This is an optimization exercise on Yosys and OpenROAD, whose aim is small area and a short achievable clock period, not a production implementation.
Only simulation tests tie the RTL to the original design; equivalence was not proved.

==> design.v <==
module vx_conv (
    input  wire        clk,
    input  wire        rst,         
    input  wire        in_valid,
    input  wire [3:0]  in_src_fmt,
    input  wire [3:0]  in_dst_fmt,
    input  wire        in_blk,      
    input  wire [7:0]  in_s1,       
    input  wire [31:0] in_s2,       
    input  wire [31:0] in_data,     
    output reg         out_valid,
    output reg  [31:0] out_data,    
    output reg         out_sat,     
    output reg         out_nan,     
    output reg         out_rsv,     
    output reg         out_scale_inv,  
    output reg         out_err      
);
    localparam [3:0] F_FP32  = 4'h0, F_BF16 = 4'h1, F_FP16 = 4'h2,
                     F_FP8E4 = 4'h3, F_FP8E5 = 4'h4, F_INT8 = 4'h5,
                     F_FP4   = 4'h6, F_INT4  = 4'h7, F_T2   = 4'hA,
                     F_B1    = 4'hB;
    reg        r_valid;
    reg [3:0]  r_src, r_dst;
    reg        r_blk;
    reg [7:0]  r_s1;
    reg [31:0] r_s2, r_data;
    always @(posedge clk) begin
        if (rst) r_valid <= 1'b0;
        else     r_valid <= in_valid;
        r_src  <= in_src_fmt;
        r_dst  <= in_dst_fmt;
        r_blk  <= in_blk;
        r_s1   <= in_s1;
        r_s2   <= in_s2;
        r_data <= in_data;
    end
    wire src_ok = (r_src <= 4'h7) || (r_src == F_T2) || (r_src == F_B1);
    wire dst_ok = (r_dst <= 4'h7) || (r_dst == F_T2) || (r_dst == F_B1);
    wire err    = !src_ok || !dst_ok;
    reg         c_nan, c_inf, c_sign, c_rsv;
    reg  [23:0] c_sig;
    reg  signed [11:0] c_exp;
    always @* begin
        c_nan  = 1'b0;
        c_inf  = 1'b0;
        c_sign = 1'b0;
        c_rsv  = 1'b0;
        c_sig  = 24'd0;
        c_exp  = 12'sd0;
        case (r_src)
            F_FP32: begin
                c_sign = r_data[31];
                c_nan  = (r_data[30:23] == 8'hFF) && (r_data[22:0] != 0);
                c_inf  = (r_data[30:23] == 8'hFF) && (r_data[22:0] == 0);
                c_sig  = {r_data[30:23] != 0, r_data[22:0]};
                c_exp  = (r_data[30:23] == 0) ? -12'sd149
                                              : $signed({4'd0, r_data[30:23]}) - 12'sd150;
            end
            F_BF16: begin
                c_sign = r_data[15];
                c_nan  = (r_data[14:7] == 8'hFF) && (r_data[6:0] != 0);
                c_inf  = (r_data[14:7] == 8'hFF) && (r_data[6:0] == 0);
                c_sig  = {16'd0, r_data[14:7] != 0, r_data[6:0]};
                c_exp  = (r_data[14:7] == 0) ? -12'sd133
                                             : $signed({4'd0, r_data[14:7]}) - 12'sd134;
            end
            F_FP16: begin
                c_sign = r_data[15];
                c_nan  = (r_data[14:10] == 5'h1F) && (r_data[9:0] != 0);
                c_inf  = (r_data[14:10] == 5'h1F) && (r_data[9:0] == 0);
                c_sig  = {13'd0, r_data[14:10] != 0, r_data[9:0]};
                c_exp  = (r_data[14:10] == 0) ? -12'sd24
                                              : $signed({7'd0, r_data[14:10]}) - 12'sd25;
            end
            F_FP8E4: begin
                c_sign = r_data[7];
                c_nan  = (r_data[6:0] == 7'h7F);
                c_sig  = {20'd0, r_data[6:3] != 0, r_data[2:0]};
                c_exp  = (r_data[6:3] == 0) ? -12'sd9
                                            : $signed({8'd0, r_data[6:3]}) - 12'sd10;
            end
            F_FP8E5: begin
                c_sign = r_data[7];
                c_nan  = (r_data[6:2] == 5'h1F) && (r_data[1:0] != 0);
                c_inf  = (r_data[6:2] == 5'h1F) && (r_data[1:0] == 0);
                c_sig  = {21'd0, r_data[6:2] != 0, r_data[1:0]};
                c_exp  = (r_data[6:2] == 0) ? -12'sd16
                                            : $signed({7'd0, r_data[6:2]}) - 12'sd17;
            end
            F_INT8: begin
                c_sign = r_data[7];
                c_sig  = {16'd0, r_data[7] ? (~r_data[7:0] + 8'd1) : r_data[7:0]};
            end
            F_FP4: begin
                c_sign = r_data[3];
                c_sig  = {22'd0, r_data[2:1] != 0, r_data[0]};
                c_exp  = (r_data[2:1] == 0) ? -12'sd1
                                            : $signed({10'd0, r_data[2:1]}) - 12'sd2;
            end
            F_INT4: begin
                c_sign = r_data[3];
                c_sig  = {20'd0, r_data[3] ? (~r_data[3:0] + 4'd1) : r_data[3:0]};
            end
            F_T2: begin
                c_sign = (r_data[1:0] == 2'b11);
                c_rsv  = (r_data[1:0] == 2'b10);
                c_sig  = {23'd0, r_data[0]};
            end
            F_B1: begin
                c_sign = ~r_data[0];
                c_sig  = 24'd1;
            end
            default: ;
        endcase
    end
    wire scaled = (r_src == F_FP4) || (r_src == F_INT4) || (r_src == F_T2) ||
                  (r_blk && ((r_src == F_FP8E4) || (r_src == F_FP8E5)));
    wire s1_zero    = (r_s1 == 8'h00);
    wire s1_invalid = r_s1[7] || (r_s1 == 8'h7F);
    wire [3:0]  s1_sig = {r_s1[6:3] != 0, r_s1[2:0]};
    wire signed [11:0] s1_exp = (r_s1[6:3] == 0) ? -12'sd9
                                                 : $signed({8'd0, r_s1[6:3]}) - 12'sd10;
    wire s2_nan = (r_s2[30:23] == 8'hFF) && (r_s2[22:0] != 0);
    wire s2_inf = (r_s2[30:23] == 8'hFF) && (r_s2[22:0] == 0);
    wire [23:0] s2_sig = {r_s2[30:23] != 0, r_s2[22:0]};
    wire signed [11:0] s2_exp = (r_s2[30:23] == 0) ? -12'sd149
                                                   : $signed({4'd0, r_s2[30:23]}) - 12'sd150;
    wire [7:0]  p_code_s1 = c_sig[3:0] * s1_sig;
    wire [31:0] p_full    = p_code_s1 * s2_sig;
    reg         v_nan, v_inf, v_sign, v_sinv;
    reg  [31:0] v_sig;
    reg  signed [11:0] v_exp;
    always @* begin
        v_sinv = 1'b0;
        if (!scaled) begin
            v_nan  = c_nan;
            v_inf  = c_inf;
            v_sign = c_sign;
            v_sig  = {8'd0, c_sig};
            v_exp  = c_exp;
        end else if (s1_zero) begin
            v_nan  = 1'b0;
            v_inf  = 1'b0;
            v_sign = 1'b0;
            v_sig  = 32'd0;
            v_exp  = 12'sd0;
        end else if (s1_invalid) begin
            v_nan  = 1'b1;
            v_inf  = 1'b0;
            v_sign = 1'b0;
            v_sig  = 32'd0;
            v_exp  = 12'sd0;
            v_sinv = 1'b1;
        end else begin
            v_nan  = c_nan || s2_nan ||
                     (c_inf && (s2_sig == 0)) || (s2_inf && (c_sig == 0));
            v_inf  = c_inf || s2_inf;
            v_sign = c_sign ^ r_s2[31];
            v_sig  = p_full;
            v_exp  = c_exp + s1_exp + s2_exp;
        end
    end
    reg  [5:0]  lz;
    integer     i;
    always @* begin
        lz = 6'd32;
        for (i = 0; i < 32; i = i + 1)
            if (v_sig[i]) lz = 6'd31 - i[5:0];
    end
    wire        v_zero = (v_sig == 32'd0);
    wire [31:0] n_sig  = v_sig << lz[4:0];
    wire signed [11:0] n_e = v_exp + 12'sd31 - $signed({6'd0, lz});
    reg               t_float;
    reg  [4:0]        t_mb;      
    reg  signed [11:0] t_emin;   
    reg  signed [11:0] t_emax;   
    reg  [7:0]        t_bias;
    always @* begin
        t_float = 1'b1;
        t_mb    = 5'd0;
        t_emin  = 12'sd0;
        t_emax  = 12'sd0;
        t_bias  = 8'd0;
        case (r_dst)
            F_FP32:  begin t_mb = 5'd23; t_emin = -12'sd126; t_emax = 12'sd127; t_bias = 8'd127; end
            F_BF16:  begin t_mb = 5'd7;  t_emin = -12'sd126; t_emax = 12'sd127; t_bias = 8'd127; end
            F_FP16:  begin t_mb = 5'd10; t_emin = -12'sd14;  t_emax = 12'sd15;  t_bias = 8'd15;  end
            F_FP8E4: begin t_mb = 5'd3;  t_emin = -12'sd6;   t_emax = 12'sd8;   t_bias = 8'd7;   end
            F_FP8E5: begin t_mb = 5'd2;  t_emin = -12'sd14;  t_emax = 12'sd15;  t_bias = 8'd15;  end
            F_FP4:   begin t_mb = 5'd1;  t_emin = 12'sd0;    t_emax = 12'sd2;   t_bias = 8'd1;   end
            default: t_float = 1'b0;
        endcase
    end
    wire signed [11:0] e_r   = (n_e < t_emin) ? t_emin : n_e;
    wire signed [11:0] q     = t_float ? (e_r - $signed({7'd0, t_mb})) : 12'sd0;
    wire signed [11:0] sh_s  = q - n_e + 12'sd31;
    wire [5:0]  sh    = (sh_s > 12'sd63) ? 6'd63 : sh_s[5:0];
    wire [63:0] x     = {n_sig, 32'd0} >> sh;
    wire [31:0] rq    = x[63:32];
    wire        rbit  = x[31];
    wire        stick = |x[30:0];
    wire [32:0] rr    = {1'b0, rq} + {32'd0, rbit & (stick | rq[0])};
    wire        carry   = rr[t_mb + 5'd1];
    wire signed [11:0] f_e = carry ? e_r + 12'sd1 : e_r;
    wire [32:0] f_sig   = carry ? (rr >> 1) : rr;
    wire        f_norm  = f_sig[t_mb];
    wire [22:0] f_man   = f_sig[22:0] & ((23'd1 << t_mb) - 23'd1);
    wire [7:0]  f_ebits = f_norm ? (f_e[7:0] + t_bias) : 8'd0;
    wire f_ovf = !v_zero && ((n_e > t_emax) || (f_e > t_emax) ||
                 ((r_dst == F_FP8E4) && (f_e == t_emax) && (f_man[2:0] == 3'b111)));
    wire        i_big = !v_zero && (n_e >= 12'sd8);
    wire [8:0]  i_mag = rr[8:0];
    reg  [31:0] res;
    reg         sat, nanev;
    always @* begin
        res   = 32'd0;
        sat   = 1'b0;
        nanev = 1'b0;
        case (r_dst)
            F_FP32: begin
                if (v_nan)       res = 32'h7FC00000;
                else if (v_inf)  res = {v_sign, 8'hFF, 23'd0};
                else if (f_ovf)  begin res = {v_sign, 8'hFE, 23'h7FFFFF}; sat = 1'b1; end
                else if (v_zero) res = {v_sign, 31'd0};
                else             res = {v_sign, f_ebits, f_man[22:0]};
            end
            F_BF16: begin
                if (v_nan)       res = 32'h7FC0;
                else if (v_inf)  res = {16'd0, v_sign, 8'hFF, 7'd0};
                else if (f_ovf)  begin res = {16'd0, v_sign, 8'hFE, 7'h7F}; sat = 1'b1; end
                else if (v_zero) res = {16'd0, v_sign, 15'd0};
                else             res = {16'd0, v_sign, f_ebits, f_man[6:0]};
            end
            F_FP16: begin
                if (v_nan)       res = 32'h7E00;
                else if (v_inf)  res = {16'd0, v_sign, 5'h1F, 10'd0};
                else if (f_ovf)  begin res = {16'd0, v_sign, 5'h1E, 10'h3FF}; sat = 1'b1; end
                else if (v_zero) res = {16'd0, v_sign, 15'd0};
                else             res = {16'd0, v_sign, f_ebits[4:0], f_man[9:0]};
            end
            F_FP8E4: begin
                if (v_nan)       res = 32'h7F;
                else if (v_inf || f_ovf) begin res = {24'd0, v_sign, 7'h7E}; sat = 1'b1; end
                else if (v_zero) res = {24'd0, v_sign, 7'd0};
                else             res = {24'd0, v_sign, f_ebits[3:0], f_man[2:0]};
            end
            F_FP8E5: begin
                if (v_nan)       res = 32'h7E;
                else if (v_inf)  res = {24'd0, v_sign, 5'h1F, 2'd0};
                else if (f_ovf)  begin res = {24'd0, v_sign, 5'h1E, 2'h3}; sat = 1'b1; end
                else if (v_zero) res = {24'd0, v_sign, 7'd0};
                else             res = {24'd0, v_sign, f_ebits[4:0], f_man[1:0]};
            end
            F_FP4: begin
                if (v_nan)       begin res = 32'h0; nanev = 1'b1; end
                else if (v_inf || f_ovf) begin res = {28'd0, v_sign, 3'h7}; sat = 1'b1; end
                else if (v_zero) res = {28'd0, v_sign, 3'd0};
                else             res = {28'd0, v_sign, f_ebits[1:0], f_man[0]};
            end
            F_INT8: begin
                if (v_nan) begin res = 32'h0; nanev = 1'b1; end
                else if (v_inf || i_big ||
                         (!v_sign && i_mag > 9'd127) || (v_sign && i_mag > 9'd128)) begin
                    res = v_sign ? 32'h80 : 32'h7F;
                    sat = 1'b1;
                end else if (v_zero) res = 32'h0;
                else res = {24'd0, v_sign ? (~i_mag[7:0] + 8'd1) : i_mag[7:0]};
            end
            F_INT4: begin
                if (v_nan) begin res = 32'h0; nanev = 1'b1; end
                else if (v_inf || i_big ||
                         (!v_sign && i_mag > 9'd7) || (v_sign && i_mag > 9'd8)) begin
                    res = v_sign ? 32'h8 : 32'h7;
                    sat = 1'b1;
                end else if (v_zero) res = 32'h0;
                else res = {28'd0, v_sign ? (~i_mag[3:0] + 4'd1) : i_mag[3:0]};
            end
            F_T2: begin
                if (v_nan) begin res = 32'h0; nanev = 1'b1; end
                else if (v_inf || i_big || i_mag > 9'd1) begin
                    res = v_sign ? 32'h3 : 32'h1;
                    sat = 1'b1;
                end else if (v_zero || i_mag == 9'd0) res = 32'h0;
                else res = v_sign ? 32'h3 : 32'h1;
            end
            F_B1: begin
                if (v_nan) begin res = 32'h1; nanev = 1'b1; end
                else begin
                    res = (v_sign && !v_zero) ? 32'h0 : 32'h1;
                    sat = v_inf;
                end
            end
            default: ;
        endcase
    end
    always @(posedge clk) begin
        if (rst) out_valid <= 1'b0;
        else     out_valid <= r_valid;
        out_data      <= err ? 32'd0 : res;
        out_sat       <= !err && sat;
        out_nan       <= !err && nanev;
        out_rsv       <= !err && c_rsv;
        out_scale_inv <= !err && v_sinv;
        out_err       <= err;
    end
endmodule
==> run.sh <==
#!/bin/bash
# synth_recipe.tcl (not shown) runs the flow's synth.tcl, then flattens the netlist and writes it again
# the make line also repeats each setting of config.mk as NAME=value (left out here)
make -C /OpenROAD-flow-scripts/flow DESIGN_CONFIG=/design/flow/config.mk WORK_HOME=/design/flow/orfs CLKGATE_MAP_FILE= SYNTH_SCRIPT=/design/flow/synth_recipe.tcl finish
==> config.mk <==
export PLATFORM = sky130hd
export DESIGN_NAME = vx_conv
export DESIGN_NICKNAME = vx_conv
export VERILOG_FILES = /design/flow/design.v
export SDC_FILE = /design/flow/constraint.sdc
export NUM_CORES = 4
export LEC_CHECK = 0
export ABC_CLOCK_PERIOD_IN_PS = 10000
export CAP_MARGIN = 20
export CORE_MARGIN = 2
export CORE_UTILIZATION = 40
export SLEW_MARGIN = 20
==> constraint.sdc <==
create_clock -name core_clock -period 28.0 [get_ports {clk}]
set_input_delay 5.6000 -clock core_clock [delete_from_list [all_inputs] [get_ports {clk}]]
set_output_delay 5.6000 -clock core_clock [all_outputs]
set_load 0.01 [all_outputs]
==> run notes <==
## worst reg2reg max path, delay by kind of cell, from the launching register on
| family | cells | cell delay, ns |
|---|---|---|
| AO/OA/AOI/OAI | 45 | 10.84 |
| XOR/XNOR | 4 | 0.86 |
| adder cells (fa/ha/maj) | 17 | 6.49 |
| buffers and inverters | 15 | 1.85 |
| flip-flops | 1 | 0.42 |
| multiplexers | 1 | 0.17 |
| AND/OR/NAND/NOR | 28 | 5.68 |
## path summary, 6_finish.rpt
kind	from	endpoint	slack, ns	cells after the start
hold reg to reg	r_valid$_SDFF_PP0_	out_valid$_SDFF_PP0_	0.44	1
setup / recovery	r_data[1]$_DFF_P_	out_data[6]$_SDFF_PN0_	1.56	110
hold / removal	r_valid$_SDFF_PP0_	out_valid$_SDFF_PP0_	0.44	1
setup reg to reg	r_data[1]$_DFF_P_	out_data[6]$_SDFF_PN0_	1.56	110
## synthesized netlist by cell type, types with 21 or more instances
library cell and count:
sky130_fd_sc_hd__a211o_1 21, sky130_fd_sc_hd__a211oi_1 71, sky130_fd_sc_hd__a21o_1 43, sky130_fd_sc_hd__a21oi_1 221, sky130_fd_sc_hd__a221oi_1 30, sky130_fd_sc_hd__a22oi_1 32, sky130_fd_sc_hd__a31oi_1 42, sky130_fd_sc_hd__and2_1 186
sky130_fd_sc_hd__and3_1 38, sky130_fd_sc_hd__buf_2 38, sky130_fd_sc_hd__clkbuf_1 121, sky130_fd_sc_hd__dfxtp_1 120, sky130_fd_sc_hd__fa_1 150, sky130_fd_sc_hd__ha_1 173, sky130_fd_sc_hd__inv_1 257, sky130_fd_sc_hd__mux2i_1 25
sky130_fd_sc_hd__nand2_1 331, sky130_fd_sc_hd__nand2b_1 30, sky130_fd_sc_hd__nand3_1 105, sky130_fd_sc_hd__nand4_1 66, sky130_fd_sc_hd__nor2_1 302, sky130_fd_sc_hd__nor2b_1 25, sky130_fd_sc_hd__nor3_1 106, sky130_fd_sc_hd__nor4_1 50
sky130_fd_sc_hd__o211ai_1 46, sky130_fd_sc_hd__o21a_1 43, sky130_fd_sc_hd__o21ai_0 198, sky130_fd_sc_hd__o221ai_1 51, sky130_fd_sc_hd__o22ai_1 40, sky130_fd_sc_hd__o31ai_1 26, sky130_fd_sc_hd__or3_1 29, sky130_fd_sc_hd__xnor2_1 77
sky130_fd_sc_hd__xor2_1 38
## cell families after synthesis
| logic type | Yosys count | share of synthesized area [%] |
|---|---|---|
| AOI/OAI and AO/OA | 1142 | 31.57 |
| xor gates and xnor gates | 115 | 3.884 |
| adders and majority gates | 323 | 19.93 |
| buffers and inverters | 443 | 6.813 |
| DFF | 120 | 9.264 |
| muxes | 38 | 1.602 |
| and+or+nand+nor | 1370 | 26.94 |
## flip-flops by register name, indices dropped and copies added (netlist names)
signal         count
r_s2              32
r_valid            1
out_scale_inv      1
out_sat            1
out_nan            1
out_rsv            1
out_valid          1
r_data            32
out_err            1
r_blk              1
r_s1               8
out_data          32
r_dst              4
r_src              4
## routing by layer
metal | routed length [um] | track usage, %
met1 | 44700 | 42.62
met2 | 45950 | 47.87
met3 | 10740 | 6.054
met4 | 4712 | 13.33
met5 | 0 | 0
## cell usage in the layout (no fill, tap or decap), drive strengths merged, types with 43 or more instances in the layout
| cell | n |
|---|---|
| nor4 | 57 |
| inv | 268 |
| a21oi | 224 |
| fa | 150 |
| o221ai | 53 |
| o21ai | 219 |
| a211oi | 79 |
| buf | 79 |
| and2 | 188 |
| o21a | 43 |
| xnor2 | 77 |
| nand4 | 66 |
| clkdlybuf4s50 | 121 |
| nor3 | 114 |
| a21o | 43 |
| dfxtp | 120 |
| ha | 173 |
| o211ai | 54 |
| nor2 | 303 |
| nand3 | 107 |
| nand2 | 331 |
## what timing repair did
action | CTS | global route
resized for setup | 0 | 21
setup buffers | 0 | 5
endpoints found under the setup margin | 0 | 32
## layout make-up
cell class	instances	area, sq um
fillers	6652	35450
multi-input cells	2988	21900
flip-flops and latches	120	2406
repair buffers	200	1814
well taps	855	1070
inverters	261	979.7
clock buffers	17	425.4
clock inverters	15	181.4
## metrics by stage
| step | util [%] | setup slack [ns] | hold WS [ns] |
|---|---|---|---|
| after floorplan | - | 3.884 | 0.4138 |
| after global placement | 43.62 | 1.135 | 0.4152 |
| after detailed placement | 43.62 | 0.6782 | 0.4239 |
| after CTS | 44.57 | 0.5932 | 0.4396 |
| after global routing | 44.80 | -0.006851 | 0.4762 |
| final | 44.80 | 1.562 | 0.4415 |
==> impl_metrics.py <==
metrics = {
    "clock_tree": {
        "cts_tree": "yes",
        "path_clk_slew_ns": 0.07,
        "numCtsBuffers": 17,
        "hold_buffers": 0,
        "clock_tree.buffer_depth": 2,
        "cts.sinks": 120,
        "clock_latency_on_the_worst_skew_pair_ns": 0.50,
        "ctsHtreeMaxLevel": 4,
        "cts_root_buf": "sky130_fd_sc_hd__clkbuf_16",
    },
    "place": {
        "gp_congestion": 1.003,
        "dp_hpwl_um": 83040,
        "numPortBuffers": 121,
        "placed_cell_area_sq_um": 28020,
        "place_inst": 4419,
    },
    "synthesis": {
        "syn-mean-instance-area_sq_um": 7.303,
        "syn-cell-area_sq_um": 25930,
        "synth_cells": 3551,
        "async_flop_share_pct": 0,
        "yosysWarnings": 1,
        "synth.area.top_cells": "sky130_fd_sc_hd__fa_1 12%, sky130_fd_sc_hd__dfxtp_1 9.3%, sky130_fd_sc_hd__ha_1 8.3%, sky130_fd_sc_hd__nand2_1 4.8%, sky130_fd_sc_hd__and2_1 4.5%",
        "proportion_of_synthesized_chip_area_in_sequential_cells_pct": 9.264,
        "synth.largest_area_cell": "sky130_fd_sc_hd__fa_1",
        "netlist-cell-type-count": 127,
        "synth-edff-count": 0,
        "ffs_latches_synth": 120,
        "synth_top_area_share_pct": 11.58,
        "post_synthesis_net_count": 3958,
        "postSynth.topFlopCell": "sky130_fd_sc_hd__dfxtp_1",
    },
    "global_routing": {
        "grt.total_usage_pct": 31.21,
        "grt_max_degree": 54,
        "first_global_vias": 27530,
        "antenna_found_initial": 0,
        "grt_first_pass_wirelength_um": 164100,
        "congestion_overflow_gr": 0,
    },
    "die": {
        "floorplan.initialDensity_pct": 40.37,
        "placementRows": 93,
        "floorplan.io_pins": 122,
        "die_w_um": 258.6,
        "fp.dieArea_sq_um": 66880,
        "die_h_um": 258.6,
        "coreArea_sq_um": 64230,
    },
    "run": {
        "cap_viol_max_count": 0,
    },
    "worst_setup_path": {
        "worstSetupPathType": "flop to flop",
        "crit_path_max_incr_delay_ns": 0.58,
        "worst_ep_required_time_ns": 28.38,
        "worst-path-max-fanout": 24,
        "critPathCaptureType": "flop",
        "worst-path-buf-inv": 15,
        "cp_top_family": "compound AO/OA/AOI/OAI gates",
        "cp.arrival_ns": 26.82,
        "cp_slowest_cell": "sky130_fd_sc_hd__fa_1",
        "critPathLaunchType": "flop",
    },
    "final_layout": {
        "num-nets-final": 3995,
        "post_layout_nonfiller_instances": 4456,
        "drive_gt1_share_pct": 7.248,
        "fin_area_sq_um": 28780,
        "n_antenna_cell": 0,
        "area_growth_pct": 10.97,
    },
    "timing": {
        "final-hold-violation-count": 0,
        "fin_crit_sh_pct": 94.42,
        "setup-violations-final": 0,
        "maxSlewHeadroom_pct": 24.55,
        "totalNegativeSetupSlack_ns": 0,
        "period_needed_ns": 26.44,
        "report.final.slew_viol_count": 0,
        "actual_transition_at_the_worst_max_transition_pin_ns": 1.128,
        "fin_worst_skew_ns": 0.03329,
        "maxClockFrequency_mhz": 37.82,
    },
    "detailed_routing": {
        "detail_route.iter0.violations": 3776,
        "drt-pass1-iter-count": 7,
        "vias": 29050,
        "post_drt_via_cell_ratio": 6.518,
        "drt.antenna.violating_nets": 0,
        "post-route-drc-count": 0,
        "wl_um": 106100,
        "wl_per_cell_um": 23.81,
    },
    "worst_hold_path": {
        "min_path_type": "flop to flop",
    },
    "outcome": {
        "run_status": "no timing/DRC/antenna violations",
    },
}

==> port drivers added, routing unchanged <==
No port has a modelled driver above. Below, the same layout with a new extraction and two added sets of constraints.
Step 1 assumes that a clkbuf_16 drives the clock port and a buf_2 every other input.
Step 2 also shifts input and output timing later by t, the mid clock arrival at the registers, as if the neighbouring blocks saw the same clock.
Slacks: ideal ports / drivers / drivers and shift; pairs: ideal ports / drivers.
t (ns): 0.556
slack for setup (ns): 1.562 / 1.562 / 1.562
clock arrival spread, ns: 0.033 / 0.033
After both steps this run still meets setup and hold. For this run, drivers alone change the setup slack by 0.000 ns; drivers and shift together by 0.000 ns.
